Context: an optimization exercise on an open-source flow, tuned for small area, a short achievable clock period and few clock cycles per item. The choices shown serve that exercise and are no tape-out recipe. The RTL was checked by simulation tests, not by an equivalence proof against the original design.

===== flow/standard.sh =====
#!/bin/bash
# synth_recipe.tcl (not shown) runs the flow's synth.tcl, then flattens the netlist and writes it again
# the make line also repeats each setting of config.mk as NAME=value (left out here)
make -C /OpenROAD-flow-scripts/flow DESIGN_CONFIG=/design/flow/config.mk WORK_HOME=/design/flow/orfs CLKGATE_MAP_FILE= SYNTH_SCRIPT=/design/flow/synth_recipe.tcl "${@:-finish}"

===== flow/flow/run.sh =====
#!/bin/bash
set -e
export BUFFER_PORTS_ARGS="-buffer_cell sky130_fd_sc_hd__buf_4"
bash standard.sh > standard.log 2>&1

===== flow/constraint.sdc =====
create_clock -name core_clock -period 22.0 [get_ports {clk}]
set_input_delay 4.4000 -clock core_clock [delete_from_list [all_inputs] [get_ports {clk}]]
set_output_delay 4.4000 -clock core_clock [all_outputs]
set_load 0.01 [all_outputs]

===== flow/design.v =====
module ustep_sine_q (
    input  wire [7:0]  addr,
    output reg  [14:0] q
);
    always @(*) begin
        case (addr)
            8'd0: q = 15'd0;
            8'd1: q = 15'd201;
            8'd2: q = 15'd402;
            8'd3: q = 15'd603;
            8'd4: q = 15'd804;
            8'd5: q = 15'd1005;
            8'd6: q = 15'd1206;
            8'd7: q = 15'd1407;
            8'd8: q = 15'd1608;
            8'd9: q = 15'd1809;
            8'd10: q = 15'd2009;
            8'd11: q = 15'd2210;
            8'd12: q = 15'd2410;
            8'd13: q = 15'd2611;
            8'd14: q = 15'd2811;
            8'd15: q = 15'd3012;
            8'd16: q = 15'd3212;
            8'd17: q = 15'd3412;
            8'd18: q = 15'd3612;
            8'd19: q = 15'd3811;
            8'd20: q = 15'd4011;
            8'd21: q = 15'd4210;
            8'd22: q = 15'd4410;
            8'd23: q = 15'd4609;
            8'd24: q = 15'd4808;
            8'd25: q = 15'd5007;
            8'd26: q = 15'd5205;
            8'd27: q = 15'd5404;
            8'd28: q = 15'd5602;
            8'd29: q = 15'd5800;
            8'd30: q = 15'd5998;
            8'd31: q = 15'd6195;
            8'd32: q = 15'd6393;
            8'd33: q = 15'd6590;
            8'd34: q = 15'd6786;
            8'd35: q = 15'd6983;
            8'd36: q = 15'd7179;
            8'd37: q = 15'd7375;
            8'd38: q = 15'd7571;
            8'd39: q = 15'd7767;
            8'd40: q = 15'd7962;
            8'd41: q = 15'd8157;
            8'd42: q = 15'd8351;
            8'd43: q = 15'd8545;
            8'd44: q = 15'd8739;
            8'd45: q = 15'd8933;
            8'd46: q = 15'd9126;
            8'd47: q = 15'd9319;
            8'd48: q = 15'd9512;
            8'd49: q = 15'd9704;
            8'd50: q = 15'd9896;
            8'd51: q = 15'd10087;
            8'd52: q = 15'd10278;
            8'd53: q = 15'd10469;
            8'd54: q = 15'd10659;
            8'd55: q = 15'd10849;
            8'd56: q = 15'd11039;
            8'd57: q = 15'd11228;
            8'd58: q = 15'd11417;
            8'd59: q = 15'd11605;
            8'd60: q = 15'd11793;
            8'd61: q = 15'd11980;
            8'd62: q = 15'd12167;
            8'd63: q = 15'd12353;
            8'd64: q = 15'd12539;
            8'd65: q = 15'd12725;
            8'd66: q = 15'd12910;
            8'd67: q = 15'd13094;
            8'd68: q = 15'd13279;
            8'd69: q = 15'd13462;
            8'd70: q = 15'd13645;
            8'd71: q = 15'd13828;
            8'd72: q = 15'd14010;
            8'd73: q = 15'd14191;
            8'd74: q = 15'd14372;
            8'd75: q = 15'd14553;
            8'd76: q = 15'd14732;
            8'd77: q = 15'd14912;
            8'd78: q = 15'd15090;
            8'd79: q = 15'd15269;
            8'd80: q = 15'd15446;
            8'd81: q = 15'd15623;
            8'd82: q = 15'd15800;
            8'd83: q = 15'd15976;
            8'd84: q = 15'd16151;
            8'd85: q = 15'd16325;
            8'd86: q = 15'd16499;
            8'd87: q = 15'd16673;
            8'd88: q = 15'd16846;
            8'd89: q = 15'd17018;
            8'd90: q = 15'd17189;
            8'd91: q = 15'd17360;
            8'd92: q = 15'd17530;
            8'd93: q = 15'd17700;
            8'd94: q = 15'd17869;
            8'd95: q = 15'd18037;
            8'd96: q = 15'd18204;
            8'd97: q = 15'd18371;
            8'd98: q = 15'd18537;
            8'd99: q = 15'd18703;
            8'd100: q = 15'd18868;
            8'd101: q = 15'd19032;
            8'd102: q = 15'd19195;
            8'd103: q = 15'd19357;
            8'd104: q = 15'd19519;
            8'd105: q = 15'd19680;
            8'd106: q = 15'd19841;
            8'd107: q = 15'd20000;
            8'd108: q = 15'd20159;
            8'd109: q = 15'd20317;
            8'd110: q = 15'd20475;
            8'd111: q = 15'd20631;
            8'd112: q = 15'd20787;
            8'd113: q = 15'd20942;
            8'd114: q = 15'd21096;
            8'd115: q = 15'd21250;
            8'd116: q = 15'd21403;
            8'd117: q = 15'd21554;
            8'd118: q = 15'd21705;
            8'd119: q = 15'd21856;
            8'd120: q = 15'd22005;
            8'd121: q = 15'd22154;
            8'd122: q = 15'd22301;
            8'd123: q = 15'd22448;
            8'd124: q = 15'd22594;
            8'd125: q = 15'd22739;
            8'd126: q = 15'd22884;
            8'd127: q = 15'd23027;
            8'd128: q = 15'd23170;
            8'd129: q = 15'd23311;
            8'd130: q = 15'd23452;
            8'd131: q = 15'd23592;
            8'd132: q = 15'd23731;
            8'd133: q = 15'd23870;
            8'd134: q = 15'd24007;
            8'd135: q = 15'd24143;
            8'd136: q = 15'd24279;
            8'd137: q = 15'd24413;
            8'd138: q = 15'd24547;
            8'd139: q = 15'd24680;
            8'd140: q = 15'd24811;
            8'd141: q = 15'd24942;
            8'd142: q = 15'd25072;
            8'd143: q = 15'd25201;
            8'd144: q = 15'd25329;
            8'd145: q = 15'd25456;
            8'd146: q = 15'd25582;
            8'd147: q = 15'd25708;
            8'd148: q = 15'd25832;
            8'd149: q = 15'd25955;
            8'd150: q = 15'd26077;
            8'd151: q = 15'd26198;
            8'd152: q = 15'd26319;
            8'd153: q = 15'd26438;
            8'd154: q = 15'd26556;
            8'd155: q = 15'd26674;
            8'd156: q = 15'd26790;
            8'd157: q = 15'd26905;
            8'd158: q = 15'd27019;
            8'd159: q = 15'd27133;
            8'd160: q = 15'd27245;
            8'd161: q = 15'd27356;
            8'd162: q = 15'd27466;
            8'd163: q = 15'd27575;
            8'd164: q = 15'd27683;
            8'd165: q = 15'd27790;
            8'd166: q = 15'd27896;
            8'd167: q = 15'd28001;
            8'd168: q = 15'd28105;
            8'd169: q = 15'd28208;
            8'd170: q = 15'd28310;
            8'd171: q = 15'd28411;
            8'd172: q = 15'd28510;
            8'd173: q = 15'd28609;
            8'd174: q = 15'd28706;
            8'd175: q = 15'd28803;
            8'd176: q = 15'd28898;
            8'd177: q = 15'd28992;
            8'd178: q = 15'd29085;
            8'd179: q = 15'd29177;
            8'd180: q = 15'd29268;
            8'd181: q = 15'd29358;
            8'd182: q = 15'd29447;
            8'd183: q = 15'd29534;
            8'd184: q = 15'd29621;
            8'd185: q = 15'd29706;
            8'd186: q = 15'd29791;
            8'd187: q = 15'd29874;
            8'd188: q = 15'd29956;
            8'd189: q = 15'd30037;
            8'd190: q = 15'd30117;
            8'd191: q = 15'd30195;
            8'd192: q = 15'd30273;
            8'd193: q = 15'd30349;
            8'd194: q = 15'd30424;
            8'd195: q = 15'd30498;
            8'd196: q = 15'd30571;
            8'd197: q = 15'd30643;
            8'd198: q = 15'd30714;
            8'd199: q = 15'd30783;
            8'd200: q = 15'd30852;
            8'd201: q = 15'd30919;
            8'd202: q = 15'd30985;
            8'd203: q = 15'd31050;
            8'd204: q = 15'd31113;
            8'd205: q = 15'd31176;
            8'd206: q = 15'd31237;
            8'd207: q = 15'd31297;
            8'd208: q = 15'd31356;
            8'd209: q = 15'd31414;
            8'd210: q = 15'd31470;
            8'd211: q = 15'd31526;
            8'd212: q = 15'd31580;
            8'd213: q = 15'd31633;
            8'd214: q = 15'd31685;
            8'd215: q = 15'd31736;
            8'd216: q = 15'd31785;
            8'd217: q = 15'd31833;
            8'd218: q = 15'd31880;
            8'd219: q = 15'd31926;
            8'd220: q = 15'd31971;
            8'd221: q = 15'd32014;
            8'd222: q = 15'd32057;
            8'd223: q = 15'd32098;
            8'd224: q = 15'd32137;
            8'd225: q = 15'd32176;
            8'd226: q = 15'd32213;
            8'd227: q = 15'd32250;
            8'd228: q = 15'd32285;
            8'd229: q = 15'd32318;
            8'd230: q = 15'd32351;
            8'd231: q = 15'd32382;
            8'd232: q = 15'd32412;
            8'd233: q = 15'd32441;
            8'd234: q = 15'd32469;
            8'd235: q = 15'd32495;
            8'd236: q = 15'd32521;
            8'd237: q = 15'd32545;
            8'd238: q = 15'd32567;
            8'd239: q = 15'd32589;
            8'd240: q = 15'd32609;
            8'd241: q = 15'd32628;
            8'd242: q = 15'd32646;
            8'd243: q = 15'd32663;
            8'd244: q = 15'd32678;
            8'd245: q = 15'd32692;
            8'd246: q = 15'd32705;
            8'd247: q = 15'd32717;
            8'd248: q = 15'd32728;
            8'd249: q = 15'd32737;
            8'd250: q = 15'd32745;
            8'd251: q = 15'd32752;
            8'd252: q = 15'd32757;
            8'd253: q = 15'd32761;
            8'd254: q = 15'd32765;
            8'd255: q = 15'd32766;
            default: q = 15'd0;
        endcase
    end
endmodule
module ustep_sine_d (
    input  wire [7:0]  addr,
    output reg  [7:0] d
);
    always @(*) begin
        case (addr)
            8'd0: d = 8'd201;
            8'd1: d = 8'd201;
            8'd2: d = 8'd201;
            8'd3: d = 8'd201;
            8'd4: d = 8'd201;
            8'd5: d = 8'd201;
            8'd6: d = 8'd201;
            8'd7: d = 8'd201;
            8'd8: d = 8'd201;
            8'd9: d = 8'd200;
            8'd10: d = 8'd201;
            8'd11: d = 8'd200;
            8'd12: d = 8'd201;
            8'd13: d = 8'd200;
            8'd14: d = 8'd201;
            8'd15: d = 8'd200;
            8'd16: d = 8'd200;
            8'd17: d = 8'd200;
            8'd18: d = 8'd199;
            8'd19: d = 8'd200;
            8'd20: d = 8'd199;
            8'd21: d = 8'd200;
            8'd22: d = 8'd199;
            8'd23: d = 8'd199;
            8'd24: d = 8'd199;
            8'd25: d = 8'd198;
            8'd26: d = 8'd199;
            8'd27: d = 8'd198;
            8'd28: d = 8'd198;
            8'd29: d = 8'd198;
            8'd30: d = 8'd197;
            8'd31: d = 8'd198;
            8'd32: d = 8'd197;
            8'd33: d = 8'd196;
            8'd34: d = 8'd197;
            8'd35: d = 8'd196;
            8'd36: d = 8'd196;
            8'd37: d = 8'd196;
            8'd38: d = 8'd196;
            8'd39: d = 8'd195;
            8'd40: d = 8'd195;
            8'd41: d = 8'd194;
            8'd42: d = 8'd194;
            8'd43: d = 8'd194;
            8'd44: d = 8'd194;
            8'd45: d = 8'd193;
            8'd46: d = 8'd193;
            8'd47: d = 8'd193;
            8'd48: d = 8'd192;
            8'd49: d = 8'd192;
            8'd50: d = 8'd191;
            8'd51: d = 8'd191;
            8'd52: d = 8'd191;
            8'd53: d = 8'd190;
            8'd54: d = 8'd190;
            8'd55: d = 8'd190;
            8'd56: d = 8'd189;
            8'd57: d = 8'd189;
            8'd58: d = 8'd188;
            8'd59: d = 8'd188;
            8'd60: d = 8'd187;
            8'd61: d = 8'd187;
            8'd62: d = 8'd186;
            8'd63: d = 8'd186;
            8'd64: d = 8'd186;
            8'd65: d = 8'd185;
            8'd66: d = 8'd184;
            8'd67: d = 8'd185;
            8'd68: d = 8'd183;
            8'd69: d = 8'd183;
            8'd70: d = 8'd183;
            8'd71: d = 8'd182;
            8'd72: d = 8'd181;
            8'd73: d = 8'd181;
            8'd74: d = 8'd181;
            8'd75: d = 8'd179;
            8'd76: d = 8'd180;
            8'd77: d = 8'd178;
            8'd78: d = 8'd179;
            8'd79: d = 8'd177;
            8'd80: d = 8'd177;
            8'd81: d = 8'd177;
            8'd82: d = 8'd176;
            8'd83: d = 8'd175;
            8'd84: d = 8'd174;
            8'd85: d = 8'd174;
            8'd86: d = 8'd174;
            8'd87: d = 8'd173;
            8'd88: d = 8'd172;
            8'd89: d = 8'd171;
            8'd90: d = 8'd171;
            8'd91: d = 8'd170;
            8'd92: d = 8'd170;
            8'd93: d = 8'd169;
            8'd94: d = 8'd168;
            8'd95: d = 8'd167;
            8'd96: d = 8'd167;
            8'd97: d = 8'd166;
            8'd98: d = 8'd166;
            8'd99: d = 8'd165;
            8'd100: d = 8'd164;
            8'd101: d = 8'd163;
            8'd102: d = 8'd162;
            8'd103: d = 8'd162;
            8'd104: d = 8'd161;
            8'd105: d = 8'd161;
            8'd106: d = 8'd159;
            8'd107: d = 8'd159;
            8'd108: d = 8'd158;
            8'd109: d = 8'd158;
            8'd110: d = 8'd156;
            8'd111: d = 8'd156;
            8'd112: d = 8'd155;
            8'd113: d = 8'd154;
            8'd114: d = 8'd154;
            8'd115: d = 8'd153;
            8'd116: d = 8'd151;
            8'd117: d = 8'd151;
            8'd118: d = 8'd151;
            8'd119: d = 8'd149;
            8'd120: d = 8'd149;
            8'd121: d = 8'd147;
            8'd122: d = 8'd147;
            8'd123: d = 8'd146;
            8'd124: d = 8'd145;
            8'd125: d = 8'd145;
            8'd126: d = 8'd143;
            8'd127: d = 8'd143;
            8'd128: d = 8'd141;
            8'd129: d = 8'd141;
            8'd130: d = 8'd140;
            8'd131: d = 8'd139;
            8'd132: d = 8'd139;
            8'd133: d = 8'd137;
            8'd134: d = 8'd136;
            8'd135: d = 8'd136;
            8'd136: d = 8'd134;
            8'd137: d = 8'd134;
            8'd138: d = 8'd133;
            8'd139: d = 8'd131;
            8'd140: d = 8'd131;
            8'd141: d = 8'd130;
            8'd142: d = 8'd129;
            8'd143: d = 8'd128;
            8'd144: d = 8'd127;
            8'd145: d = 8'd126;
            8'd146: d = 8'd126;
            8'd147: d = 8'd124;
            8'd148: d = 8'd123;
            8'd149: d = 8'd122;
            8'd150: d = 8'd121;
            8'd151: d = 8'd121;
            8'd152: d = 8'd119;
            8'd153: d = 8'd118;
            8'd154: d = 8'd118;
            8'd155: d = 8'd116;
            8'd156: d = 8'd115;
            8'd157: d = 8'd114;
            8'd158: d = 8'd114;
            8'd159: d = 8'd112;
            8'd160: d = 8'd111;
            8'd161: d = 8'd110;
            8'd162: d = 8'd109;
            8'd163: d = 8'd108;
            8'd164: d = 8'd107;
            8'd165: d = 8'd106;
            8'd166: d = 8'd105;
            8'd167: d = 8'd104;
            8'd168: d = 8'd103;
            8'd169: d = 8'd102;
            8'd170: d = 8'd101;
            8'd171: d = 8'd99;
            8'd172: d = 8'd99;
            8'd173: d = 8'd97;
            8'd174: d = 8'd97;
            8'd175: d = 8'd95;
            8'd176: d = 8'd94;
            8'd177: d = 8'd93;
            8'd178: d = 8'd92;
            8'd179: d = 8'd91;
            8'd180: d = 8'd90;
            8'd181: d = 8'd89;
            8'd182: d = 8'd87;
            8'd183: d = 8'd87;
            8'd184: d = 8'd85;
            8'd185: d = 8'd85;
            8'd186: d = 8'd83;
            8'd187: d = 8'd82;
            8'd188: d = 8'd81;
            8'd189: d = 8'd80;
            8'd190: d = 8'd78;
            8'd191: d = 8'd78;
            8'd192: d = 8'd76;
            8'd193: d = 8'd75;
            8'd194: d = 8'd74;
            8'd195: d = 8'd73;
            8'd196: d = 8'd72;
            8'd197: d = 8'd71;
            8'd198: d = 8'd69;
            8'd199: d = 8'd69;
            8'd200: d = 8'd67;
            8'd201: d = 8'd66;
            8'd202: d = 8'd65;
            8'd203: d = 8'd63;
            8'd204: d = 8'd63;
            8'd205: d = 8'd61;
            8'd206: d = 8'd60;
            8'd207: d = 8'd59;
            8'd208: d = 8'd58;
            8'd209: d = 8'd56;
            8'd210: d = 8'd56;
            8'd211: d = 8'd54;
            8'd212: d = 8'd53;
            8'd213: d = 8'd52;
            8'd214: d = 8'd51;
            8'd215: d = 8'd49;
            8'd216: d = 8'd48;
            8'd217: d = 8'd47;
            8'd218: d = 8'd46;
            8'd219: d = 8'd45;
            8'd220: d = 8'd43;
            8'd221: d = 8'd43;
            8'd222: d = 8'd41;
            8'd223: d = 8'd39;
            8'd224: d = 8'd39;
            8'd225: d = 8'd37;
            8'd226: d = 8'd37;
            8'd227: d = 8'd35;
            8'd228: d = 8'd33;
            8'd229: d = 8'd33;
            8'd230: d = 8'd31;
            8'd231: d = 8'd30;
            8'd232: d = 8'd29;
            8'd233: d = 8'd28;
            8'd234: d = 8'd26;
            8'd235: d = 8'd26;
            8'd236: d = 8'd24;
            8'd237: d = 8'd22;
            8'd238: d = 8'd22;
            8'd239: d = 8'd20;
            8'd240: d = 8'd19;
            8'd241: d = 8'd18;
            8'd242: d = 8'd17;
            8'd243: d = 8'd15;
            8'd244: d = 8'd14;
            8'd245: d = 8'd13;
            8'd246: d = 8'd12;
            8'd247: d = 8'd11;
            8'd248: d = 8'd9;
            8'd249: d = 8'd8;
            8'd250: d = 8'd7;
            8'd251: d = 8'd5;
            8'd252: d = 8'd4;
            8'd253: d = 8'd4;
            8'd254: d = 8'd1;
            8'd255: d = 8'd1;
            default: d = 8'd0;
        endcase
    end
endmodule
module ustep_ref (
    input  wire               clk,
    input  wire               rst,
    input  wire               in_valid,
    output wire               in_ready,
    input  wire        [25:0] in_pos,         
    input  wire        [1:0]  in_target,      
    input  wire        [11:0] in_run,
    input  wire        [11:0] in_hold,
    input  wire        [11:0] in_boost,
    input  wire        [7:0]  in_slew,
    input  wire               in_reverse,
    input  wire        [9:0]  in_phase_ofs,
    output reg                out_valid,
    output reg  signed [15:0] out_iref1,
    output reg  signed [15:0] out_iref2,
    output reg         [11:0] out_scale
);
    assign in_ready = 1'b1;
    wire [11:0] target_sel = in_target[1] ? (in_target[0] ? in_boost : in_run) : in_hold;
    wire        boost_run  = (in_target == 2'd3) && (in_boost == 12'd0);
    reg        s0_valid;
    reg [13:0] s0_pos;        
    reg        s0_cin;        
    reg [9:0]  s0_ofs;
    reg [11:0] s0_tsel;       
    reg [11:0] s0_trun;       
    reg        s0_off;
    reg [7:0]  s0_slew;
    always @(posedge clk) begin
        if (rst)
            s0_valid <= 1'b0;
        else
            s0_valid <= in_valid;
        s0_pos    <= in_reverse ? ~in_pos[25:12] : in_pos[25:12];
        s0_cin    <= in_reverse & (in_pos[11:0] == 12'd0);
        s0_ofs    <= in_phase_ofs;
        s0_tsel   <= target_sel;
        s0_trun   <= in_run & {12{boost_run}};
        s0_off    <= (in_target == 2'd0);
        s0_slew   <= in_slew;
    end
    reg        energised;
    reg [11:0] eff_scale;
    wire [11:0] s0_tscale = s0_tsel | s0_trun;
    wire [12:0] eff_up   = {1'b0, eff_scale} + {5'd0, s0_slew};
    wire [12:0] eff_down = {1'b0, eff_scale} - {5'd0, s0_slew};
    reg [11:0] next_scale;
    always @(*) begin
        if (s0_off)
            next_scale = 12'd0;
        else if (!energised || s0_slew == 8'd0)
            next_scale = s0_tscale;
        else if (s0_tscale > eff_scale)
            next_scale = (eff_up >= {1'b0, s0_tscale}) ? s0_tscale : eff_up[11:0];
        else if (s0_tscale < eff_scale)
            next_scale = (eff_down[12] || eff_down[11:0] <= s0_tscale) ? s0_tscale
                                                                        : eff_down[11:0];
        else
            next_scale = eff_scale;
    end
    always @(posedge clk) begin
        if (rst) begin
            energised <= 1'b0;
            eff_scale <= 12'd0;
        end else if (s0_valid) begin
            energised <= !s0_off;
            eff_scale <= next_scale;
        end
    end
    wire [14:0] pos_c = {s0_pos, 1'b1} + {s0_ofs, 4'd0, s0_cin};
    wire [13:0] x     = pos_c[14:1];
    wire [7:0]  m1 = x[11:4] ^ {8{x[12]}};
    wire [14:0] q1, q2;
    wire [7:0]  d1, d2;
    ustep_sine_q rom_q1 (.addr(m1),  .q(q1));
    ustep_sine_q rom_q2 (.addr(~m1), .q(q2));
    ustep_sine_d rom_d1 (.addr(m1),  .d(d1));
    ustep_sine_d rom_d2 (.addr(~m1), .d(d2));
    reg        s1_valid;
    reg [1:0]  s1_quad;
    reg [3:0]  s1_f;
    reg [14:0] s1_q1, s1_q2;
    reg [7:0]  s1_d1, s1_d2;
    always @(posedge clk) begin
        if (rst)
            s1_valid <= 1'b0;
        else
            s1_valid <= s0_valid;
        s1_quad <= x[13:12];
        s1_f    <= x[3:0];
        s1_q1   <= q1;
        s1_q2   <= q2;
        s1_d1   <= d1;
        s1_d2   <= d2;
    end
    wire [1:0]  quad = s1_quad;
    wire [4:0]  f    = {1'b0, s1_f};
    wire [4:0]  g1   = quad[0] ? 5'd16 - f : f;
    wire [4:0]  g2   = quad[0] ? f : 5'd16 - f;
    wire [18:0] v1   = {s1_q1, 4'd0} + s1_d1 * g1 + 19'd8;
    wire [18:0] v2   = {s1_q2, 4'd0} + s1_d2 * g2 + 19'd8;
    wire        n1   = quad[1];
    wire        n2   = quad[1] ^ quad[0];
    reg               s2_valid;
    reg [14:0]        s2_w1, s2_w2;    
    reg               s2_n1, s2_n2;
    reg [11:0]        s2_scale;
    always @(posedge clk) begin
        if (rst)
            s2_valid <= 1'b0;
        else
            s2_valid <= s1_valid;
        s2_w1    <= v1[18:4] ^ {15{n1}};
        s2_w2    <= v2[18:4] ^ {15{n2}};
        s2_n1    <= n1;
        s2_n2    <= n2;
        s2_scale <= eff_scale;
    end
    wire [15:0] i1, i2;
    ustep_scale scale_1 (.e(s2_scale), .w(s2_w1), .neg(s2_n1), .iref(i1));
    ustep_scale scale_2 (.e(s2_scale), .w(s2_w2), .neg(s2_n2), .iref(i2));
    always @(posedge clk) begin
        if (rst)
            out_valid <= 1'b0;
        else
            out_valid <= s2_valid;
        out_iref1 <= i1;
        out_iref2 <= i2;
        out_scale <= s2_scale;
    end
endmodule
module ustep_scale (
    input  wire [11:0] e,
    input  wire [14:0] w,
    input  wire        neg,
    output wire [15:0] iref
);
    wire [15:0] x = {neg, w};
    wire one0 = x[0] ^ neg;
    wire two0 = (x[1] & ~x[0] & ~neg) | (~x[1] & x[0] & neg);
    wire neg0 = x[1];
    wire p0_0 = (((one0 & e[0])) ^ neg0);
    wire p0_1 = (((one0 & e[1]) | (two0 & e[0])) ^ neg0);
    wire p0_2 = (((one0 & e[2]) | (two0 & e[1])) ^ neg0);
    wire p0_3 = (((one0 & e[3]) | (two0 & e[2])) ^ neg0);
    wire p0_4 = (((one0 & e[4]) | (two0 & e[3])) ^ neg0);
    wire p0_5 = (((one0 & e[5]) | (two0 & e[4])) ^ neg0);
    wire p0_6 = (((one0 & e[6]) | (two0 & e[5])) ^ neg0);
    wire p0_7 = (((one0 & e[7]) | (two0 & e[6])) ^ neg0);
    wire p0_8 = (((one0 & e[8]) | (two0 & e[7])) ^ neg0);
    wire p0_9 = (((one0 & e[9]) | (two0 & e[8])) ^ neg0);
    wire p0_10 = (((one0 & e[10]) | (two0 & e[9])) ^ neg0);
    wire p0_11 = (((one0 & e[11]) | (two0 & e[10])) ^ neg0);
    wire p0_12 = (((two0 & e[11])) ^ neg0);
    wire p0_13 = ~neg0;
    wire one1 = x[2] ^ x[1];
    wire two1 = (x[3] & ~x[2] & ~x[1]) | (~x[3] & x[2] & x[1]);
    wire neg1 = x[3];
    wire p1_0 = (((one1 & e[0])) ^ neg1);
    wire p1_1 = (((one1 & e[1]) | (two1 & e[0])) ^ neg1);
    wire p1_2 = (((one1 & e[2]) | (two1 & e[1])) ^ neg1);
    wire p1_3 = (((one1 & e[3]) | (two1 & e[2])) ^ neg1);
    wire p1_4 = (((one1 & e[4]) | (two1 & e[3])) ^ neg1);
    wire p1_5 = (((one1 & e[5]) | (two1 & e[4])) ^ neg1);
    wire p1_6 = (((one1 & e[6]) | (two1 & e[5])) ^ neg1);
    wire p1_7 = (((one1 & e[7]) | (two1 & e[6])) ^ neg1);
    wire p1_8 = (((one1 & e[8]) | (two1 & e[7])) ^ neg1);
    wire p1_9 = (((one1 & e[9]) | (two1 & e[8])) ^ neg1);
    wire p1_10 = (((one1 & e[10]) | (two1 & e[9])) ^ neg1);
    wire p1_11 = (((one1 & e[11]) | (two1 & e[10])) ^ neg1);
    wire p1_12 = (((two1 & e[11])) ^ neg1);
    wire p1_13 = ~neg1;
    wire one2 = x[4] ^ x[3];
    wire two2 = (x[5] & ~x[4] & ~x[3]) | (~x[5] & x[4] & x[3]);
    wire neg2 = x[5];
    wire p2_0 = (((one2 & e[0])) ^ neg2);
    wire p2_1 = (((one2 & e[1]) | (two2 & e[0])) ^ neg2);
    wire p2_2 = (((one2 & e[2]) | (two2 & e[1])) ^ neg2);
    wire p2_3 = (((one2 & e[3]) | (two2 & e[2])) ^ neg2);
    wire p2_4 = (((one2 & e[4]) | (two2 & e[3])) ^ neg2);
    wire p2_5 = (((one2 & e[5]) | (two2 & e[4])) ^ neg2);
    wire p2_6 = (((one2 & e[6]) | (two2 & e[5])) ^ neg2);
    wire p2_7 = (((one2 & e[7]) | (two2 & e[6])) ^ neg2);
    wire p2_8 = (((one2 & e[8]) | (two2 & e[7])) ^ neg2);
    wire p2_9 = (((one2 & e[9]) | (two2 & e[8])) ^ neg2);
    wire p2_10 = (((one2 & e[10]) | (two2 & e[9])) ^ neg2);
    wire p2_11 = (((one2 & e[11]) | (two2 & e[10])) ^ neg2);
    wire p2_12 = (((two2 & e[11])) ^ neg2);
    wire p2_13 = ~neg2;
    wire one3 = x[6] ^ x[5];
    wire two3 = (x[7] & ~x[6] & ~x[5]) | (~x[7] & x[6] & x[5]);
    wire neg3 = x[7];
    wire p3_0 = (((one3 & e[0])) ^ neg3);
    wire p3_1 = (((one3 & e[1]) | (two3 & e[0])) ^ neg3);
    wire p3_2 = (((one3 & e[2]) | (two3 & e[1])) ^ neg3);
    wire p3_3 = (((one3 & e[3]) | (two3 & e[2])) ^ neg3);
    wire p3_4 = (((one3 & e[4]) | (two3 & e[3])) ^ neg3);
    wire p3_5 = (((one3 & e[5]) | (two3 & e[4])) ^ neg3);
    wire p3_6 = (((one3 & e[6]) | (two3 & e[5])) ^ neg3);
    wire p3_7 = (((one3 & e[7]) | (two3 & e[6])) ^ neg3);
    wire p3_8 = (((one3 & e[8]) | (two3 & e[7])) ^ neg3);
    wire p3_9 = (((one3 & e[9]) | (two3 & e[8])) ^ neg3);
    wire p3_10 = (((one3 & e[10]) | (two3 & e[9])) ^ neg3);
    wire p3_11 = (((one3 & e[11]) | (two3 & e[10])) ^ neg3);
    wire p3_12 = (((two3 & e[11])) ^ neg3);
    wire p3_13 = ~neg3;
    wire one4 = x[8] ^ x[7];
    wire two4 = (x[9] & ~x[8] & ~x[7]) | (~x[9] & x[8] & x[7]);
    wire neg4 = x[9];
    wire p4_0 = (((one4 & e[0])) ^ neg4);
    wire p4_1 = (((one4 & e[1]) | (two4 & e[0])) ^ neg4);
    wire p4_2 = (((one4 & e[2]) | (two4 & e[1])) ^ neg4);
    wire p4_3 = (((one4 & e[3]) | (two4 & e[2])) ^ neg4);
    wire p4_4 = (((one4 & e[4]) | (two4 & e[3])) ^ neg4);
    wire p4_5 = (((one4 & e[5]) | (two4 & e[4])) ^ neg4);
    wire p4_6 = (((one4 & e[6]) | (two4 & e[5])) ^ neg4);
    wire p4_7 = (((one4 & e[7]) | (two4 & e[6])) ^ neg4);
    wire p4_8 = (((one4 & e[8]) | (two4 & e[7])) ^ neg4);
    wire p4_9 = (((one4 & e[9]) | (two4 & e[8])) ^ neg4);
    wire p4_10 = (((one4 & e[10]) | (two4 & e[9])) ^ neg4);
    wire p4_11 = (((one4 & e[11]) | (two4 & e[10])) ^ neg4);
    wire p4_12 = (((two4 & e[11])) ^ neg4);
    wire p4_13 = ~neg4;
    wire one5 = x[10] ^ x[9];
    wire two5 = (x[11] & ~x[10] & ~x[9]) | (~x[11] & x[10] & x[9]);
    wire neg5 = x[11];
    wire p5_0 = (((one5 & e[0])) ^ neg5);
    wire p5_1 = (((one5 & e[1]) | (two5 & e[0])) ^ neg5);
    wire p5_2 = (((one5 & e[2]) | (two5 & e[1])) ^ neg5);
    wire p5_3 = (((one5 & e[3]) | (two5 & e[2])) ^ neg5);
    wire p5_4 = (((one5 & e[4]) | (two5 & e[3])) ^ neg5);
    wire p5_5 = (((one5 & e[5]) | (two5 & e[4])) ^ neg5);
    wire p5_6 = (((one5 & e[6]) | (two5 & e[5])) ^ neg5);
    wire p5_7 = (((one5 & e[7]) | (two5 & e[6])) ^ neg5);
    wire p5_8 = (((one5 & e[8]) | (two5 & e[7])) ^ neg5);
    wire p5_9 = (((one5 & e[9]) | (two5 & e[8])) ^ neg5);
    wire p5_10 = (((one5 & e[10]) | (two5 & e[9])) ^ neg5);
    wire p5_11 = (((one5 & e[11]) | (two5 & e[10])) ^ neg5);
    wire p5_12 = (((two5 & e[11])) ^ neg5);
    wire p5_13 = ~neg5;
    wire one6 = x[12] ^ x[11];
    wire two6 = (x[13] & ~x[12] & ~x[11]) | (~x[13] & x[12] & x[11]);
    wire neg6 = x[13];
    wire p6_0 = (((one6 & e[0])) ^ neg6);
    wire p6_1 = (((one6 & e[1]) | (two6 & e[0])) ^ neg6);
    wire p6_2 = (((one6 & e[2]) | (two6 & e[1])) ^ neg6);
    wire p6_3 = (((one6 & e[3]) | (two6 & e[2])) ^ neg6);
    wire p6_4 = (((one6 & e[4]) | (two6 & e[3])) ^ neg6);
    wire p6_5 = (((one6 & e[5]) | (two6 & e[4])) ^ neg6);
    wire p6_6 = (((one6 & e[6]) | (two6 & e[5])) ^ neg6);
    wire p6_7 = (((one6 & e[7]) | (two6 & e[6])) ^ neg6);
    wire p6_8 = (((one6 & e[8]) | (two6 & e[7])) ^ neg6);
    wire p6_9 = (((one6 & e[9]) | (two6 & e[8])) ^ neg6);
    wire p6_10 = (((one6 & e[10]) | (two6 & e[9])) ^ neg6);
    wire p6_11 = (((one6 & e[11]) | (two6 & e[10])) ^ neg6);
    wire p6_12 = (((two6 & e[11])) ^ neg6);
    wire p6_13 = ~neg6;
    wire one7 = x[14] ^ x[13];
    wire two7 = (x[15] & ~x[14] & ~x[13]) | (~x[15] & x[14] & x[13]);
    wire neg7 = x[15];
    wire p7_0 = (((one7 & e[0])) ^ neg7);
    wire p7_1 = (((one7 & e[1]) | (two7 & e[0])) ^ neg7);
    wire p7_2 = (((one7 & e[2]) | (two7 & e[1])) ^ neg7);
    wire p7_3 = (((one7 & e[3]) | (two7 & e[2])) ^ neg7);
    wire p7_4 = (((one7 & e[4]) | (two7 & e[3])) ^ neg7);
    wire p7_5 = (((one7 & e[5]) | (two7 & e[4])) ^ neg7);
    wire p7_6 = (((one7 & e[6]) | (two7 & e[5])) ^ neg7);
    wire p7_7 = (((one7 & e[7]) | (two7 & e[6])) ^ neg7);
    wire p7_8 = (((one7 & e[8]) | (two7 & e[7])) ^ neg7);
    wire p7_9 = (((one7 & e[9]) | (two7 & e[8])) ^ neg7);
    wire p7_10 = (((one7 & e[10]) | (two7 & e[9])) ^ neg7);
    wire p7_11 = (((one7 & e[11]) | (two7 & e[10])) ^ neg7);
    wire p7_12 = (((two7 & e[11])) ^ neg7);
    wire p7_13 = ~neg7;
    wire t1 = p0_8 ^ p1_6;
    wire t2 = p0_8 & p1_6;
    wire t3 = p0_9 ^ p1_7;
    wire t4 = p0_9 & p1_7;
    wire t5 = p0_10 ^ p1_8 ^ p2_6;
    wire t6 = (p0_10 & p1_8) | (p0_10 & p2_6) | (p1_8 & p2_6);
    wire t7 = p3_4 ^ p4_2;
    wire t8 = p3_4 & p4_2;
    wire t9 = p0_11 ^ p1_9 ^ p2_7;
    wire t10 = (p0_11 & p1_9) | (p0_11 & p2_7) | (p1_9 & p2_7);
    wire t11 = p3_5 ^ p4_3;
    wire t12 = p3_5 & p4_3;
    wire t13 = p0_12 ^ p1_10 ^ p2_8;
    wire t14 = (p0_12 & p1_10) | (p0_12 & p2_8) | (p1_10 & p2_8);
    wire t15 = p3_6 ^ p4_4 ^ p5_2;
    wire t16 = (p3_6 & p4_4) | (p3_6 & p5_2) | (p4_4 & p5_2);
    wire t17 = p0_13 ^ p1_11 ^ p2_9;
    wire t18 = (p0_13 & p1_11) | (p0_13 & p2_9) | (p1_11 & p2_9);
    wire t19 = p3_7 ^ p4_5 ^ p5_3;
    wire t20 = (p3_7 & p4_5) | (p3_7 & p5_3) | (p4_5 & p5_3);
    wire t21 = p1_12 ^ p2_10 ^ p3_8;
    wire t22 = (p1_12 & p2_10) | (p1_12 & p3_8) | (p2_10 & p3_8);
    wire t23 = p4_6 ^ p5_4 ^ p6_2;
    wire t24 = (p4_6 & p5_4) | (p4_6 & p6_2) | (p5_4 & p6_2);
    wire t25 = p7_0 ^ neg7;
    wire t26 = p7_0 & neg7;
    wire t27 = p1_13 ^ p2_11 ^ p3_9;
    wire t28 = (p1_13 & p2_11) | (p1_13 & p3_9) | (p2_11 & p3_9);
    wire t29 = p4_7 ^ p5_5 ^ p6_3;
    wire t30 = (p4_7 & p5_5) | (p4_7 & p6_3) | (p5_5 & p6_3);
    wire t31 = p2_12 ^ p3_10 ^ p4_8;
    wire t32 = (p2_12 & p3_10) | (p2_12 & p4_8) | (p3_10 & p4_8);
    wire t33 = p5_6 ^ p6_4;
    wire t34 = p5_6 & p6_4;
    wire t35 = p2_13 ^ p3_11 ^ p4_9;
    wire t36 = (p2_13 & p3_11) | (p2_13 & p4_9) | (p3_11 & p4_9);
    wire t37 = p3_12 ^ p4_10;
    wire t38 = p3_12 & p4_10;
    wire t39 = p0_4 ^ p1_2;
    wire t40 = p0_4 & p1_2;
    wire t41 = p0_5 ^ p1_3;
    wire t42 = p0_5 & p1_3;
    wire t43 = p0_6 ^ p1_4 ^ p2_2;
    wire t44 = (p0_6 & p1_4) | (p0_6 & p2_2) | (p1_4 & p2_2);
    wire t45 = p3_0 ^ neg3;
    wire t46 = p3_0 & neg3;
    wire t47 = p0_7 ^ p1_5 ^ p2_3;
    wire t48 = (p0_7 & p1_5) | (p0_7 & p2_3) | (p1_5 & p2_3);
    wire t49 = p3_1 ^ neg;
    wire t50 = p3_1 & neg;
    wire t51 = p2_4 ^ p3_2 ^ p4_0;
    wire t52 = (p2_4 & p3_2) | (p2_4 & p4_0) | (p3_2 & p4_0);
    wire t53 = neg4 ^ neg ^ t1;
    wire t54 = (neg4 & neg) | (neg4 & t1) | (neg & t1);
    wire t55 = p2_5 ^ p3_3 ^ p4_1;
    wire t56 = (p2_5 & p3_3) | (p2_5 & p4_1) | (p3_3 & p4_1);
    wire t57 = neg ^ t3 ^ t2;
    wire t58 = (neg & t3) | (neg & t2) | (t3 & t2);
    wire t59 = p5_0 ^ neg5 ^ neg;
    wire t60 = (p5_0 & neg5) | (p5_0 & neg) | (neg5 & neg);
    wire t61 = t5 ^ t7 ^ t4;
    wire t62 = (t5 & t7) | (t5 & t4) | (t7 & t4);
    wire t63 = p5_1 ^ ~neg ^ t9;
    wire t64 = (p5_1 & ~neg) | (p5_1 & t9) | (~neg & t9);
    wire t65 = t11 ^ t6 ^ t8;
    wire t66 = (t11 & t6) | (t11 & t8) | (t6 & t8);
    wire t67 = p6_0 ^ neg6 ^ t13;
    wire t68 = (p6_0 & neg6) | (p6_0 & t13) | (neg6 & t13);
    wire t69 = t15 ^ t10 ^ t12;
    wire t70 = (t15 & t10) | (t15 & t12) | (t10 & t12);
    wire t71 = p6_1 ^ 1'b1 ^ t17;
    wire t72 = (p6_1 & 1'b1) | (p6_1 & t17) | (1'b1 & t17);
    wire t73 = t19 ^ t14 ^ t16;
    wire t74 = (t19 & t14) | (t19 & t16) | (t14 & t16);
    wire t75 = 1'b1 ^ t21 ^ t23;
    wire t76 = (1'b1 & t21) | (1'b1 & t23) | (t21 & t23);
    wire t77 = t25 ^ t18 ^ t20;
    wire t78 = (t25 & t18) | (t25 & t20) | (t18 & t20);
    wire t79 = p7_1 ^ t27 ^ t29;
    wire t80 = (p7_1 & t27) | (p7_1 & t29) | (t27 & t29);
    wire t81 = t22 ^ t24 ^ t26;
    wire t82 = (t22 & t24) | (t22 & t26) | (t24 & t26);
    wire t83 = p7_2 ^ 1'b1 ^ t31;
    wire t84 = (p7_2 & 1'b1) | (p7_2 & t31) | (1'b1 & t31);
    wire t85 = t33 ^ t28 ^ t30;
    wire t86 = (t33 & t28) | (t33 & t30) | (t28 & t30);
    wire t87 = p5_7 ^ p6_5 ^ p7_3;
    wire t88 = (p5_7 & p6_5) | (p5_7 & p7_3) | (p6_5 & p7_3);
    wire t89 = t35 ^ t32 ^ t34;
    wire t90 = (t35 & t32) | (t35 & t34) | (t32 & t34);
    wire t91 = p5_8 ^ p6_6 ^ p7_4;
    wire t92 = (p5_8 & p6_6) | (p5_8 & p7_4) | (p6_6 & p7_4);
    wire t93 = 1'b1 ^ t37 ^ t36;
    wire t94 = (1'b1 & t37) | (1'b1 & t36) | (t37 & t36);
    wire t95 = p3_13 ^ p4_11 ^ p5_9;
    wire t96 = (p3_13 & p4_11) | (p3_13 & p5_9) | (p4_11 & p5_9);
    wire t97 = p6_7 ^ p7_5 ^ t38;
    wire t98 = (p6_7 & p7_5) | (p6_7 & t38) | (p7_5 & t38);
    wire t99 = p4_12 ^ p5_10 ^ p6_8;
    wire t100 = (p4_12 & p5_10) | (p4_12 & p6_8) | (p5_10 & p6_8);
    wire t101 = p7_6 ^ 1'b1;
    wire t102 = p7_6 & 1'b1;
    wire t103 = p4_13 ^ p5_11 ^ p6_9;
    wire t104 = (p4_13 & p5_11) | (p4_13 & p6_9) | (p5_11 & p6_9);
    wire t105 = p5_12 ^ p6_10;
    wire t106 = p5_12 & p6_10;
    wire t107 = p0_2 ^ p1_0;
    wire t108 = p0_2 & p1_0;
    wire t109 = p0_3 ^ p1_1;
    wire t110 = p0_3 & p1_1;
    wire t111 = p2_0 ^ neg2 ^ neg;
    wire t112 = (p2_0 & neg2) | (p2_0 & neg) | (neg2 & neg);
    wire t113 = p2_1 ^ neg ^ t41;
    wire t114 = (p2_1 & neg) | (p2_1 & t41) | (neg & t41);
    wire t115 = neg ^ t43 ^ t45;
    wire t116 = (neg & t43) | (neg & t45) | (t43 & t45);
    wire t117 = t47 ^ t49 ^ t44;
    wire t118 = (t47 & t49) | (t47 & t44) | (t49 & t44);
    wire t119 = t51 ^ t53 ^ t48;
    wire t120 = (t51 & t53) | (t51 & t48) | (t53 & t48);
    wire t121 = t55 ^ t57 ^ t52;
    wire t122 = (t55 & t57) | (t55 & t52) | (t57 & t52);
    wire t123 = t59 ^ t61 ^ t56;
    wire t124 = (t59 & t61) | (t59 & t56) | (t61 & t56);
    wire t125 = t63 ^ t65 ^ t60;
    wire t126 = (t63 & t65) | (t63 & t60) | (t65 & t60);
    wire t127 = t67 ^ t69 ^ t64;
    wire t128 = (t67 & t69) | (t67 & t64) | (t69 & t64);
    wire t129 = t71 ^ t73 ^ t68;
    wire t130 = (t71 & t73) | (t71 & t68) | (t73 & t68);
    wire t131 = t75 ^ t77 ^ t72;
    wire t132 = (t75 & t77) | (t75 & t72) | (t77 & t72);
    wire t133 = t79 ^ t81 ^ t76;
    wire t134 = (t79 & t81) | (t79 & t76) | (t81 & t76);
    wire t135 = t83 ^ t85 ^ t80;
    wire t136 = (t83 & t85) | (t83 & t80) | (t85 & t80);
    wire t137 = t87 ^ t89 ^ t84;
    wire t138 = (t87 & t89) | (t87 & t84) | (t89 & t84);
    wire t139 = t91 ^ t93 ^ t88;
    wire t140 = (t91 & t93) | (t91 & t88) | (t93 & t88);
    wire t141 = t95 ^ t97 ^ t92;
    wire t142 = (t95 & t97) | (t95 & t92) | (t97 & t92);
    wire t143 = t99 ^ t101 ^ t96;
    wire t144 = (t99 & t101) | (t99 & t96) | (t101 & t96);
    wire t145 = p7_7 ^ t103 ^ t100;
    wire t146 = (p7_7 & t103) | (p7_7 & t100) | (t103 & t100);
    wire t147 = p7_8 ^ 1'b1 ^ t105;
    wire t148 = (p7_8 & 1'b1) | (p7_8 & t105) | (1'b1 & t105);
    wire t149 = p5_13 ^ p6_11 ^ p7_9;
    wire t150 = (p5_13 & p6_11) | (p5_13 & p7_9) | (p6_11 & p7_9);
    wire t151 = p6_12 ^ p7_10;
    wire t152 = p6_12 & p7_10;
    wire t153 = p0_0 ^ neg0;
    wire t154 = p0_0 & neg0;
    wire t155 = p0_1 ^ neg;
    wire t156 = p0_1 & neg;
    wire t157 = neg1 ^ neg ^ t107;
    wire t158 = (neg1 & neg) | (neg1 & t107) | (neg & t107);
    wire t159 = neg ^ t109 ^ t108;
    wire t160 = (neg & t109) | (neg & t108) | (t109 & t108);
    wire t161 = t39 ^ t111 ^ t110;
    wire t162 = (t39 & t111) | (t39 & t110) | (t111 & t110);
    wire t163 = t40 ^ t113 ^ t112;
    wire t164 = (t40 & t113) | (t40 & t112) | (t113 & t112);
    wire t165 = t42 ^ t115 ^ t114;
    wire t166 = (t42 & t115) | (t42 & t114) | (t115 & t114);
    wire t167 = t46 ^ t117 ^ t116;
    wire t168 = (t46 & t117) | (t46 & t116) | (t117 & t116);
    wire t169 = t50 ^ t119 ^ t118;
    wire t170 = (t50 & t119) | (t50 & t118) | (t119 & t118);
    wire t171 = t54 ^ t121 ^ t120;
    wire t172 = (t54 & t121) | (t54 & t120) | (t121 & t120);
    wire t173 = t58 ^ t123 ^ t122;
    wire t174 = (t58 & t123) | (t58 & t122) | (t123 & t122);
    wire t175 = t62 ^ t125 ^ t124;
    wire t176 = (t62 & t125) | (t62 & t124) | (t125 & t124);
    wire t177 = t66 ^ t127 ^ t126;
    wire t178 = (t66 & t127) | (t66 & t126) | (t127 & t126);
    wire t179 = t70 ^ t129 ^ t128;
    wire t180 = (t70 & t129) | (t70 & t128) | (t129 & t128);
    wire t181 = t74 ^ t131 ^ t130;
    wire t182 = (t74 & t131) | (t74 & t130) | (t131 & t130);
    wire t183 = t78 ^ t133 ^ t132;
    wire t184 = (t78 & t133) | (t78 & t132) | (t133 & t132);
    wire t185 = t82 ^ t135 ^ t134;
    wire t186 = (t82 & t135) | (t82 & t134) | (t135 & t134);
    wire t187 = t86 ^ t137 ^ t136;
    wire t188 = (t86 & t137) | (t86 & t136) | (t137 & t136);
    wire t189 = t90 ^ t139 ^ t138;
    wire t190 = (t90 & t139) | (t90 & t138) | (t139 & t138);
    wire t191 = t94 ^ t141 ^ t140;
    wire t192 = (t94 & t141) | (t94 & t140) | (t141 & t140);
    wire t193 = t98 ^ t143 ^ t142;
    wire t194 = (t98 & t143) | (t98 & t142) | (t143 & t142);
    wire t195 = t102 ^ t145 ^ t144;
    wire t196 = (t102 & t145) | (t102 & t144) | (t145 & t144);
    wire t197 = t104 ^ t147 ^ t146;
    wire t198 = (t104 & t147) | (t104 & t146) | (t147 & t146);
    wire t199 = t106 ^ t149 ^ t148;
    wire t200 = (t106 & t149) | (t106 & t148) | (t149 & t148);
    wire t201 = 1'b1 ^ t151 ^ t150;
    wire t202 = (1'b1 & t151) | (1'b1 & t150) | (t151 & t150);
    wire t203 = p6_13 ^ p7_11 ^ t152;
    wire t204 = (p6_13 & p7_11) | (p6_13 & t152) | (p7_11 & t152);
    wire t205 = p7_12 ^ 1'b1;
    wire t206 = p7_12 & 1'b1;
    wire [27:0] ra = {p7_13, t205, t203, t201, t199, t197, t195, t193, t191, t189, t187, t185, t183, t181, t179, t177, t175, t173, t171, t169, t167, t165, t163, t161, t159, t157, t155, neg};
    wire [27:0] rb = {t206, t204, t202, t200, t198, t196, t194, t192, t190, t188, t186, t184, t182, t180, t178, t176, t174, t172, t170, t168, t166, t164, t162, t160, t158, t156, t154, t153};
    wire [27:0] r  = ra + rb;
    assign iref = r[27:12];
endmodule

===== flow/config.mk =====
export PLATFORM = sky130hd
export DESIGN_NAME = ustep_ref
export DESIGN_NICKNAME = ustep_ref
export VERILOG_FILES = /design/flow/design.v
export SDC_FILE = /design/flow/constraint.sdc
export NUM_CORES = 4
export LEC_CHECK = 0
export ABC_AREA = 1
export CAP_MARGIN = 20
export CORE_MARGIN = 2
export CORE_UTILIZATION = 55
export SLEW_MARGIN = 60
export SYNTH_MEMORY_MAX_BITS = 65536

==> run notes, run 1 <==
Status = complete, no violations
Multi-input gate area = 23,300 um2
Delay-heaviest family, CP = adder cells
Final hold vios = 0
Critical Path Most Common Cell = fa_1
Dpl cell area = 32,100 um2
Detailed Place HPWL = 93.5 mm
Most Crowded Layer GR = met2
CP arrival = 5.97 ns
Final Cycle Share = 25.1%
Hold Path Depth = 0
Fmax achieved = 0.181 GHz
FF-to-FF setup slack = 16.48 ns
RSZ-0062 raised after global routing = no
Cts bufs inserted = 26
Most frequent cells in the layout = nand2_1 (1,303), inv_1 (585), nor2_1 (360)
Routed via count = 33,900
Ys flop type = dfxtp_1
Post-DR vias/cell = 6.20
Setup Skew = 0.0138 ns
Global Route met1 Usage = 53.8%
DIE AREA = 57,800 um2
Initial Util = 55.7%
# Post-CTS Setup Buffers = 0
# nets final = 5,214
GP Congestion = 1.10
Worst hold path endpoint = out_scale[7]
Fin Setup TNS = 0 ns
First-pass detailed-route iteration total = 9
CP Launch Type = flip-flop
CTS clk-pin slew, worst paths = 0.06 ns
First-pass GRT wire length = 188 mm
Reg2reg path depth = 20
RR Endpoint = out_iref1[8]
Ys async rst share = 0%
Antenna Nets Post-Route = 0
Core area = 55,200 um2
Layout cell share with drive strength beyond 1 = 7.48%
Max-Cap Viols = 0
Most common cell after layout, fill and taps aside = nand2_1
WL final = 126 mm
Cell row count = 86
Worst hold slack = 0.352 ns
CTS root buf = clkbuf_16
Period minus WS final = 5.52 ns
Final Non-Filler Cells = 5,470
Setup crit end kind = flip-flop
Mean Syn Cell Area = 6.49 um2
Clock Path Buffers = 3
Register area = 4320 um2
Die Y-Extent = 240 um
DRC = 0
GR Overflow Total = 0
CP Max Fanout = 19
DP Cell Count = 5,417
I/O Buffers = 130
Hold path start = s2_scale[7]
Clock latency on the worst-skew pair = 0.58 ns
CTS H-tree depth = 1
Clock sink total = 215
Seq cells post-synth = 215
Rel. slew slack = 49.0%
Vias in the first global route = 31,400
Slew Limit Fails = 0
CP Cell Sequence = clkinv_1 -> buf_4 -> o22ai_1 -> xor2_1 -> fa_1 -> inv_1 -> fa_1 -> inv_1 -> fa_1 -> inv_1 -> fa_1 -> ha_1 -> nand2_1 -> nor2_1 -> nand4_1 -> o21ai_0 -> nand2_1 -> o211ai_1 -> a21oi_1 -> xnor2_1
Layout area overhead = 7.59%
Critical path data required time = 22.45 ns
Worst Hold Class = flip-flop to flip-flop
Post-synthesis sequential area ratio = 14.0%
Horizontal die dimension = 240 um
CP max-delay cell = fa_1
Antenna violations before repair = 4
Mapped Nets = 5,255
Mapped Area = 30,700 um2
Gr usage total = 42.8%
Final setup fails = 0
Number of flops mapped to enable cells by yosys = 0
Initial DRC count = 4,515
CTS Hold Bufs = 0
Met2 global-route usage = 63.7%
Met3 Resource Use GR = 12.9%
Synthesis Warnings = 3
Synth unique cells = 52
Finished Cell Area = 33,100 um2
CP Class = flip-flop to flip-flop
Pin count of the biggest net entering global routing = 69
Fill cells = 5,395
Stages on worst setup path = 20
Worst r2r src = s2_scale[11]
I/O pin count = 132
DR WL/cell = 23.0 um
Post_cts resized = 0
Crit path buffers/inverters = 5
CP peak stage delay = 0.54 ns
Mapped Cells = 4,739
TritonCTS clock tree = done
Worst-Margin Slew = 0.756 ns
layout make-up:
cell class / count / area share, %
clock inverter: 16 / 0.598
timing repair buffer: 173 / 4.06
sequential: 215 / 13.1
clock buffer: 31 / 2.14
tap: 748 / 2.83
inverter: 605 / 6.91
multi-input combinational: 3677 / 70.4
antenna: 5 / 0.0378
cell usage after synthesis (30+ instances only):
library cell	n	area, um2
o21ai_1	35	175
o22ai_1	178	1110
dfxtp_1	215	4300
ha_1	224	2800
a31oi_1	31	194
clkbuf_1	123	462
nand2_1	1316	4940
nand4_1	56	350
fa_1	206	4120
o21ai_0	163	816
xnor2_1	30	263
inv_1	588	2210
nand3_1	344	1720
buf_2	83	415
nor2_1	365	1370
xor2_1	285	2500
a21oi_1	263	1320
per-layer routing:
layer / wire (um) / vias to the layer above
li1: - / 15200
met1: 47500 / 15600
met2: 52200 / 2484
met3: 16400 / 665
met4: 9900 / 2
met5: 40 / -
worst max-delay path by stage:
stage	end	slack [ns]	from
2_1_floorplan	s0_trun[10]	16.63	in_target[1]
3_3_place_gp	s0_trun[2]	16.18	in_target[0]
3_5_place_dp	s0_trun[9]	16.06	in_target[0]
4_1_cts	out_iref1[11]	16.53	out_iref1[11]
5_1_grt	out_iref1[13]	16.09	s2_scale[11]
6_report	out_iref1[8]	16.48	s2_scale[11]
state kept, by name, indices dropped and copies added (netlist names), 2 cells and up:
register and flops:
eff_scale 12, out_iref1 16, out_iref2 16, out_scale 12, s0_ofs 10, s0_pos 14, s0_slew 8, s0_trun 12
s0_tsel 12, s1_d1 8, s1_d2 8, s1_f 4, s1_q1 15, s1_q2 15, s1_quad 2, s2_scale 12
s2_w1 15, s2_w2 15
cell families (layout without fill, tap and decap cells):
kind of cell               after synthesis  after routing  synth area share (%)
and+or+nand+nor                       2183           2183                  29.6
buffers and inverters                  847            825                  11.0
AOI/OAI and AO/OA                      746            746                  13.7
adders and majority gates              430            430                  22.5
xor gates and xnor gates               317            317                  9.11
DFF                                    215            215                  14.0
other                                    1              6                0.0122
metrics by stage:
stage | util [%] | setup slack [ns]
finish | 59.9 | 16.48
global route | 59.9 | 16.09
CTS | 59.8 | 16.53
detailed placement | 58.1 | 16.06
global placement | 57.8 | 16.18
floorplan | - | 16.63
Testbench counts, summed over its fixed seeds: cycles 24,032, items 24,000.
==> run 2, diff against run 1 <==
==> flow/flow/run.sh (replaced) <==
#!/bin/bash
# The standard layout (standard.sh), with one change: the input and
# output port buffers are buf_2 cells instead of buffer_ports' default pick
# (clkdlybuf4s50_1), which is larger and slower. The whole ORFS output goes
# to standard.log in the work folder.
set -euo pipefail
export BUFFER_PORTS_ARGS="-buffer_cell sky130_fd_sc_hd__buf_2"
bash standard.sh > standard.log 2>&1
--- a/flow/config.mk
+++ b/flow/config.mk
@@ -8,6 +8,6 @@
 export ABC_AREA = 1
 export CAP_MARGIN = 20
 export CORE_MARGIN = 2
-export CORE_UTILIZATION = 55
+export CORE_UTILIZATION = 40
 export SLEW_MARGIN = 60
 export SYNTH_MEMORY_MAX_BITS = 65536
==> run 2 against run 1 <==
  * Non-clock buffer count up 3
  * Sequential share of layout area down 0.072 points
  * Cell count up 5.2%
  * Utilization down 16 points
  * Clock skew up 0.057 ns
  * Critical path depth up 1
  * Synthesized cell count unchanged
  * Register-to-register slack better by 0.03 ns
  * Hold slack better by 0.0026 ns
  * Worst setup slack better by 0.031 ns
==> run notes, run 2 <==
Status = complete, no violations
Reg2reg path depth = 21 (+5.0%)
Clock latency on the worst-skew pair = 0.62 ns (+0.04 ns)
Clock sink total = 215 (unchanged)
Routed via count = 33,000 (-2.7%)
Worst hold path endpoint = out_scale[8]
Core area = 76,100 um2 (+38%)
Post-synthesis adder-cell area fraction = 22.5% (unchanged)
Number of flops mapped to enable cells by yosys = 0 (unchanged)
Count leader, synth = nand2_1
First-pass GRT wire length = 190 mm (+1.4%)
Top post-synthesis cells by area = nand2_1 (16%), dfxtp_1 (14%), fa_1 (13%), ha_1 (9.1%), xor2_1 (8.1%)
RR Endpoint = out_iref1[13]
Largest area contributor in the netlist = nand2_1
DRC = 0 (unchanged)
Multiplexer share of the synthesized area = 0% (unchanged)
Pin count of the biggest net entering global routing = 70 (+1.4%)
Top-area cell type share of the netlist area = 16.1% (unchanged)
Post-synthesis sequential area ratio = 14.0% (unchanged)
Setup crit end kind = flip-flop
Hold Path Depth = 0 (unchanged)
Largest registers = out_iref1 x16, out_iref2 x16
Antenna Nets Post-Route = 0 (unchanged)
Critical path data required time = 22.45 ns (about the same)
Layout area overhead = 8.22%
WL final = 127 mm (+0.90%)
Post_cts resized = 0 (unchanged)
CP Class = flip-flop to flip-flop
Period minus WS final = 5.48 ns (-0.0312 ns)
Post-route setup slack = 16.52 ns (+0.0312 ns)
Antenna violations before repair = 4 (unchanged)
DIE AREA = 79,100 um2 (+37%)
Detailed Place HPWL = 94.6 mm (+1.1%)
Max-Cap Viols = 0 (unchanged)
Final setup fails = 0 (unchanged)
Most frequent cells in the layout = nand2_1 (1,303), inv_1 (585), nor2_1 (355)
Gr usage total = 31.5% (-11 points)
Post-synthesis simple-gate area fraction = 29.6% (unchanged)
Ys async rst share = 0% (unchanged)
Most common cell after layout, fill and taps aside = nand2_1
CTS Hold Bufs = 0 (unchanged)
Clock Path Buffers = 3 (unchanged)
Worst Hold Class = flip-flop to flip-flop
Largest family of logic cells by synthesized area = simple AND/OR/NAND/NOR gates
Initial DRC count = 4,012 (-11%)
Horizontal die dimension = 281 um (+17%)
Post-DR vias/cell = 5.73 (-7.6%)
Initial Util = 40.4% (-15 points)
Hold path start = s2_scale[8]
Fmax achieved = 0.182 GHz (+0.57%)
CTS H-tree depth = 1 (unchanged)
Die Y-Extent = 281 um (+17%)
CP arrival = 5.93 ns (-0.04 ns)
Mapped Nets = 5,255 (unchanged)
DP Worst Slack = 16.03 ns (-0.0329 ns)
Fin Setup TNS = 0 ns (unchanged)
Ys flop type = dfxtp_1
Mapped Cells = 4,739 (unchanged)
DR WL/cell = 22.1 um (-4.1%)
Layout cell share with drive strength beyond 1 = 7.70% (+0.22 points)
Mean Syn Cell Area = 6.49 um2 (unchanged)
Mapped Area = 30,700 um2 (unchanged)
RSZ-0062 raised after global routing = no
Synth top cells by count = nand2_1 (1,316), inv_1 (588), nor2_1 (365), nand3_1 (344), xor2_1 (285)
Rel. slew slack = 56.5% (+7.4 points)
Post-synthesis xor/xnor area fraction = 9.11% (unchanged)
GP Congestion = 1.08 (-1.4%)
FF-to-FF setup slack = 16.52 ns (+0.03 ns)
Vias in the first global route = 30,900 (-1.7%)
I/O pin count = 132 (unchanged)
Cell row count = 101 (+17%)
Final Cycle Share = 24.9% (-0.14 points)
Worst r2r src = s2_w1[9]
GR Overflow Total = 0 (unchanged)
Worst-Margin Slew = 0.653 ns (-0.103 ns)
Seq cells post-synth = 215 (unchanged)
Synth Area in Compound Gates = 13.7% (unchanged)
CP Launch Type = flip-flop
# Post-CTS Setup Buffers = 0 (unchanged)
CTS root buf = clkbuf_16
Final hold vios = 0 (unchanged)
Synthesis Warnings = 3 (unchanged)
Fill cells = 8,137 (+51%)
Setup Skew = 0.0711 ns (+0.0572 ns)
# nets final = 5,219 (+0.096%)
CTS clk-pin slew, worst paths = 0.06 ns (about the same)
TritonCTS clock tree = done
I/O Buffers = 130 (unchanged)
First-pass detailed-route iteration total = 6 (-3)
Synth unique cells = 52 (unchanged)
CP Max Fanout = 17 (-2)
Cts bufs inserted = 28 (+7.7%)
Slew Limit Fails = 0 (unchanged)
==> run 2: cell counts after synthesis <==
Identical to the previous run, type by type.
==> run 2: layout make-up <==
type / count / area, um2 / area share [%]
Antenna cell: 1 / 2.50 / 0.00752
Clock buffer: 35 / 757 / 2.27
Clock inverter: 17 / 244 / 0.733
Inverter: 605 / 2280 / 6.85
Multi-Input combinational cell: 3677 / 23300 / 70.0
Sequential cell: 215 / 4320 / 13.0
Tap cell: 1030 / 1290 / 3.87
Timing Repair Buffer: 176 / 1070 / 3.22
==> run 2: metrics by stage <==
stage / std cells / utilization, % / cell area [um2] / hold slack (ns)
5_1_grt: 5755 / 43.7 / 33300 / 0.358
3_5_place_dp: 5702 / 42.3 / 32200 / 0.351
4_1_cts: 5754 / 43.7 / 33200 / 0.359
2_1_floorplan: 4739 / - / 30700 / 0.329
3_3_place_gp: 5699 / 42.0 / 31900 / 0.347
6_report: 5756 / 43.7 / 33300 / 0.355
==> run 2: per-layer routing <==
| metal | routed length (um) | vias to the layer above | track usage (%) |
|---|---|---|---|
| li1 | - | 15200 | - |
| met1 | 51500 | 15200 | 41.0 |
| met2 | 54000 | 2055 | 48.3 |
| met3 | 14000 | 481 | 7.80 |
| met4 | 7560 | 4 | 16.1 |
| met5 | 25 | - | 0 |
==> run 2: kinds of logic (layout without fill, tap and decap cells) <==
kind of cell	count (synthesis)	count (layout)
buf+inv	847	833
other cells	1	2
xor+xnor	317	317
simple gates	2183	2183
flops	215	215
fa+ha+maj	430	430
compound gates	746	746
==> run 2: worst max-delay path by stage <==
stage	start	end	cells after the start
floorplan	in_target[1]	s0_trun[10]	6
global placement	s2_w1[9]	out_iref1[13]	20
detailed placement	in_target[0]	s0_trun[7]	6
CTS	s2_scale[11]	out_iref1[12]	21
global route	s2_w1[9]	out_iref1[13]	20
finish	s2_w1[9]	out_iref1[13]	21
==> run 2: worst max-delay path, cell delays in order, from the launching register on <==
cell and delay [ns]:
dfxtp_2 0.61, nor2_1 0.14, inv_1 0.09, nand2_1 0.24, o22ai_1 0.27, xor2_1 0.23
fa_1 0.48, fa_1 0.55, inv_1 0.05, fa_1 0.41, fa_1 0.49, inv_1 0.04
ha_1 0.34, a21oi_1 0.22, inv_1 0.06, a21oi_1 0.20, o21ai_0 0.14, a221oi_1 0.26
nand2_1 0.19, nand3_1 0.11, nand2_1 0.06, xor2_1 0.14

## re-timing with driven ports
Ports are ideal in the flow. The routed layouts listed here were re-timed in OpenROAD.
Step 1: set_driving_cell puts a clkbuf_16 on clk and a buf_2 on each other input, an assumption about the parent block.
Step 2 also shifts input and output timing later by t, the mid clock arrival at the registers, as if the neighbouring blocks saw the same clock.
a / b / c = ideal / step 1 / step 2; a / b = the first two.
run | shift t [ns] | slack for setup (ns) | hold WS [ns] | slew at the worst register clock pin (ns)
run 1 | 0.635 | 16.484 / 16.444 / 16.061 | 0.352 / 0.352 / 0.352 | 0.06 / 0.06
run 2 | 0.662 | 16.515 / 16.445 / 16.021 | 0.355 / 0.355 / 0.355 | 0.08 / 0.08
After both steps every run listed still meets setup and hold. The setup slack of run 2, which loses most, moves by -0.070 ns with the drivers and by -0.494 ns with both steps.
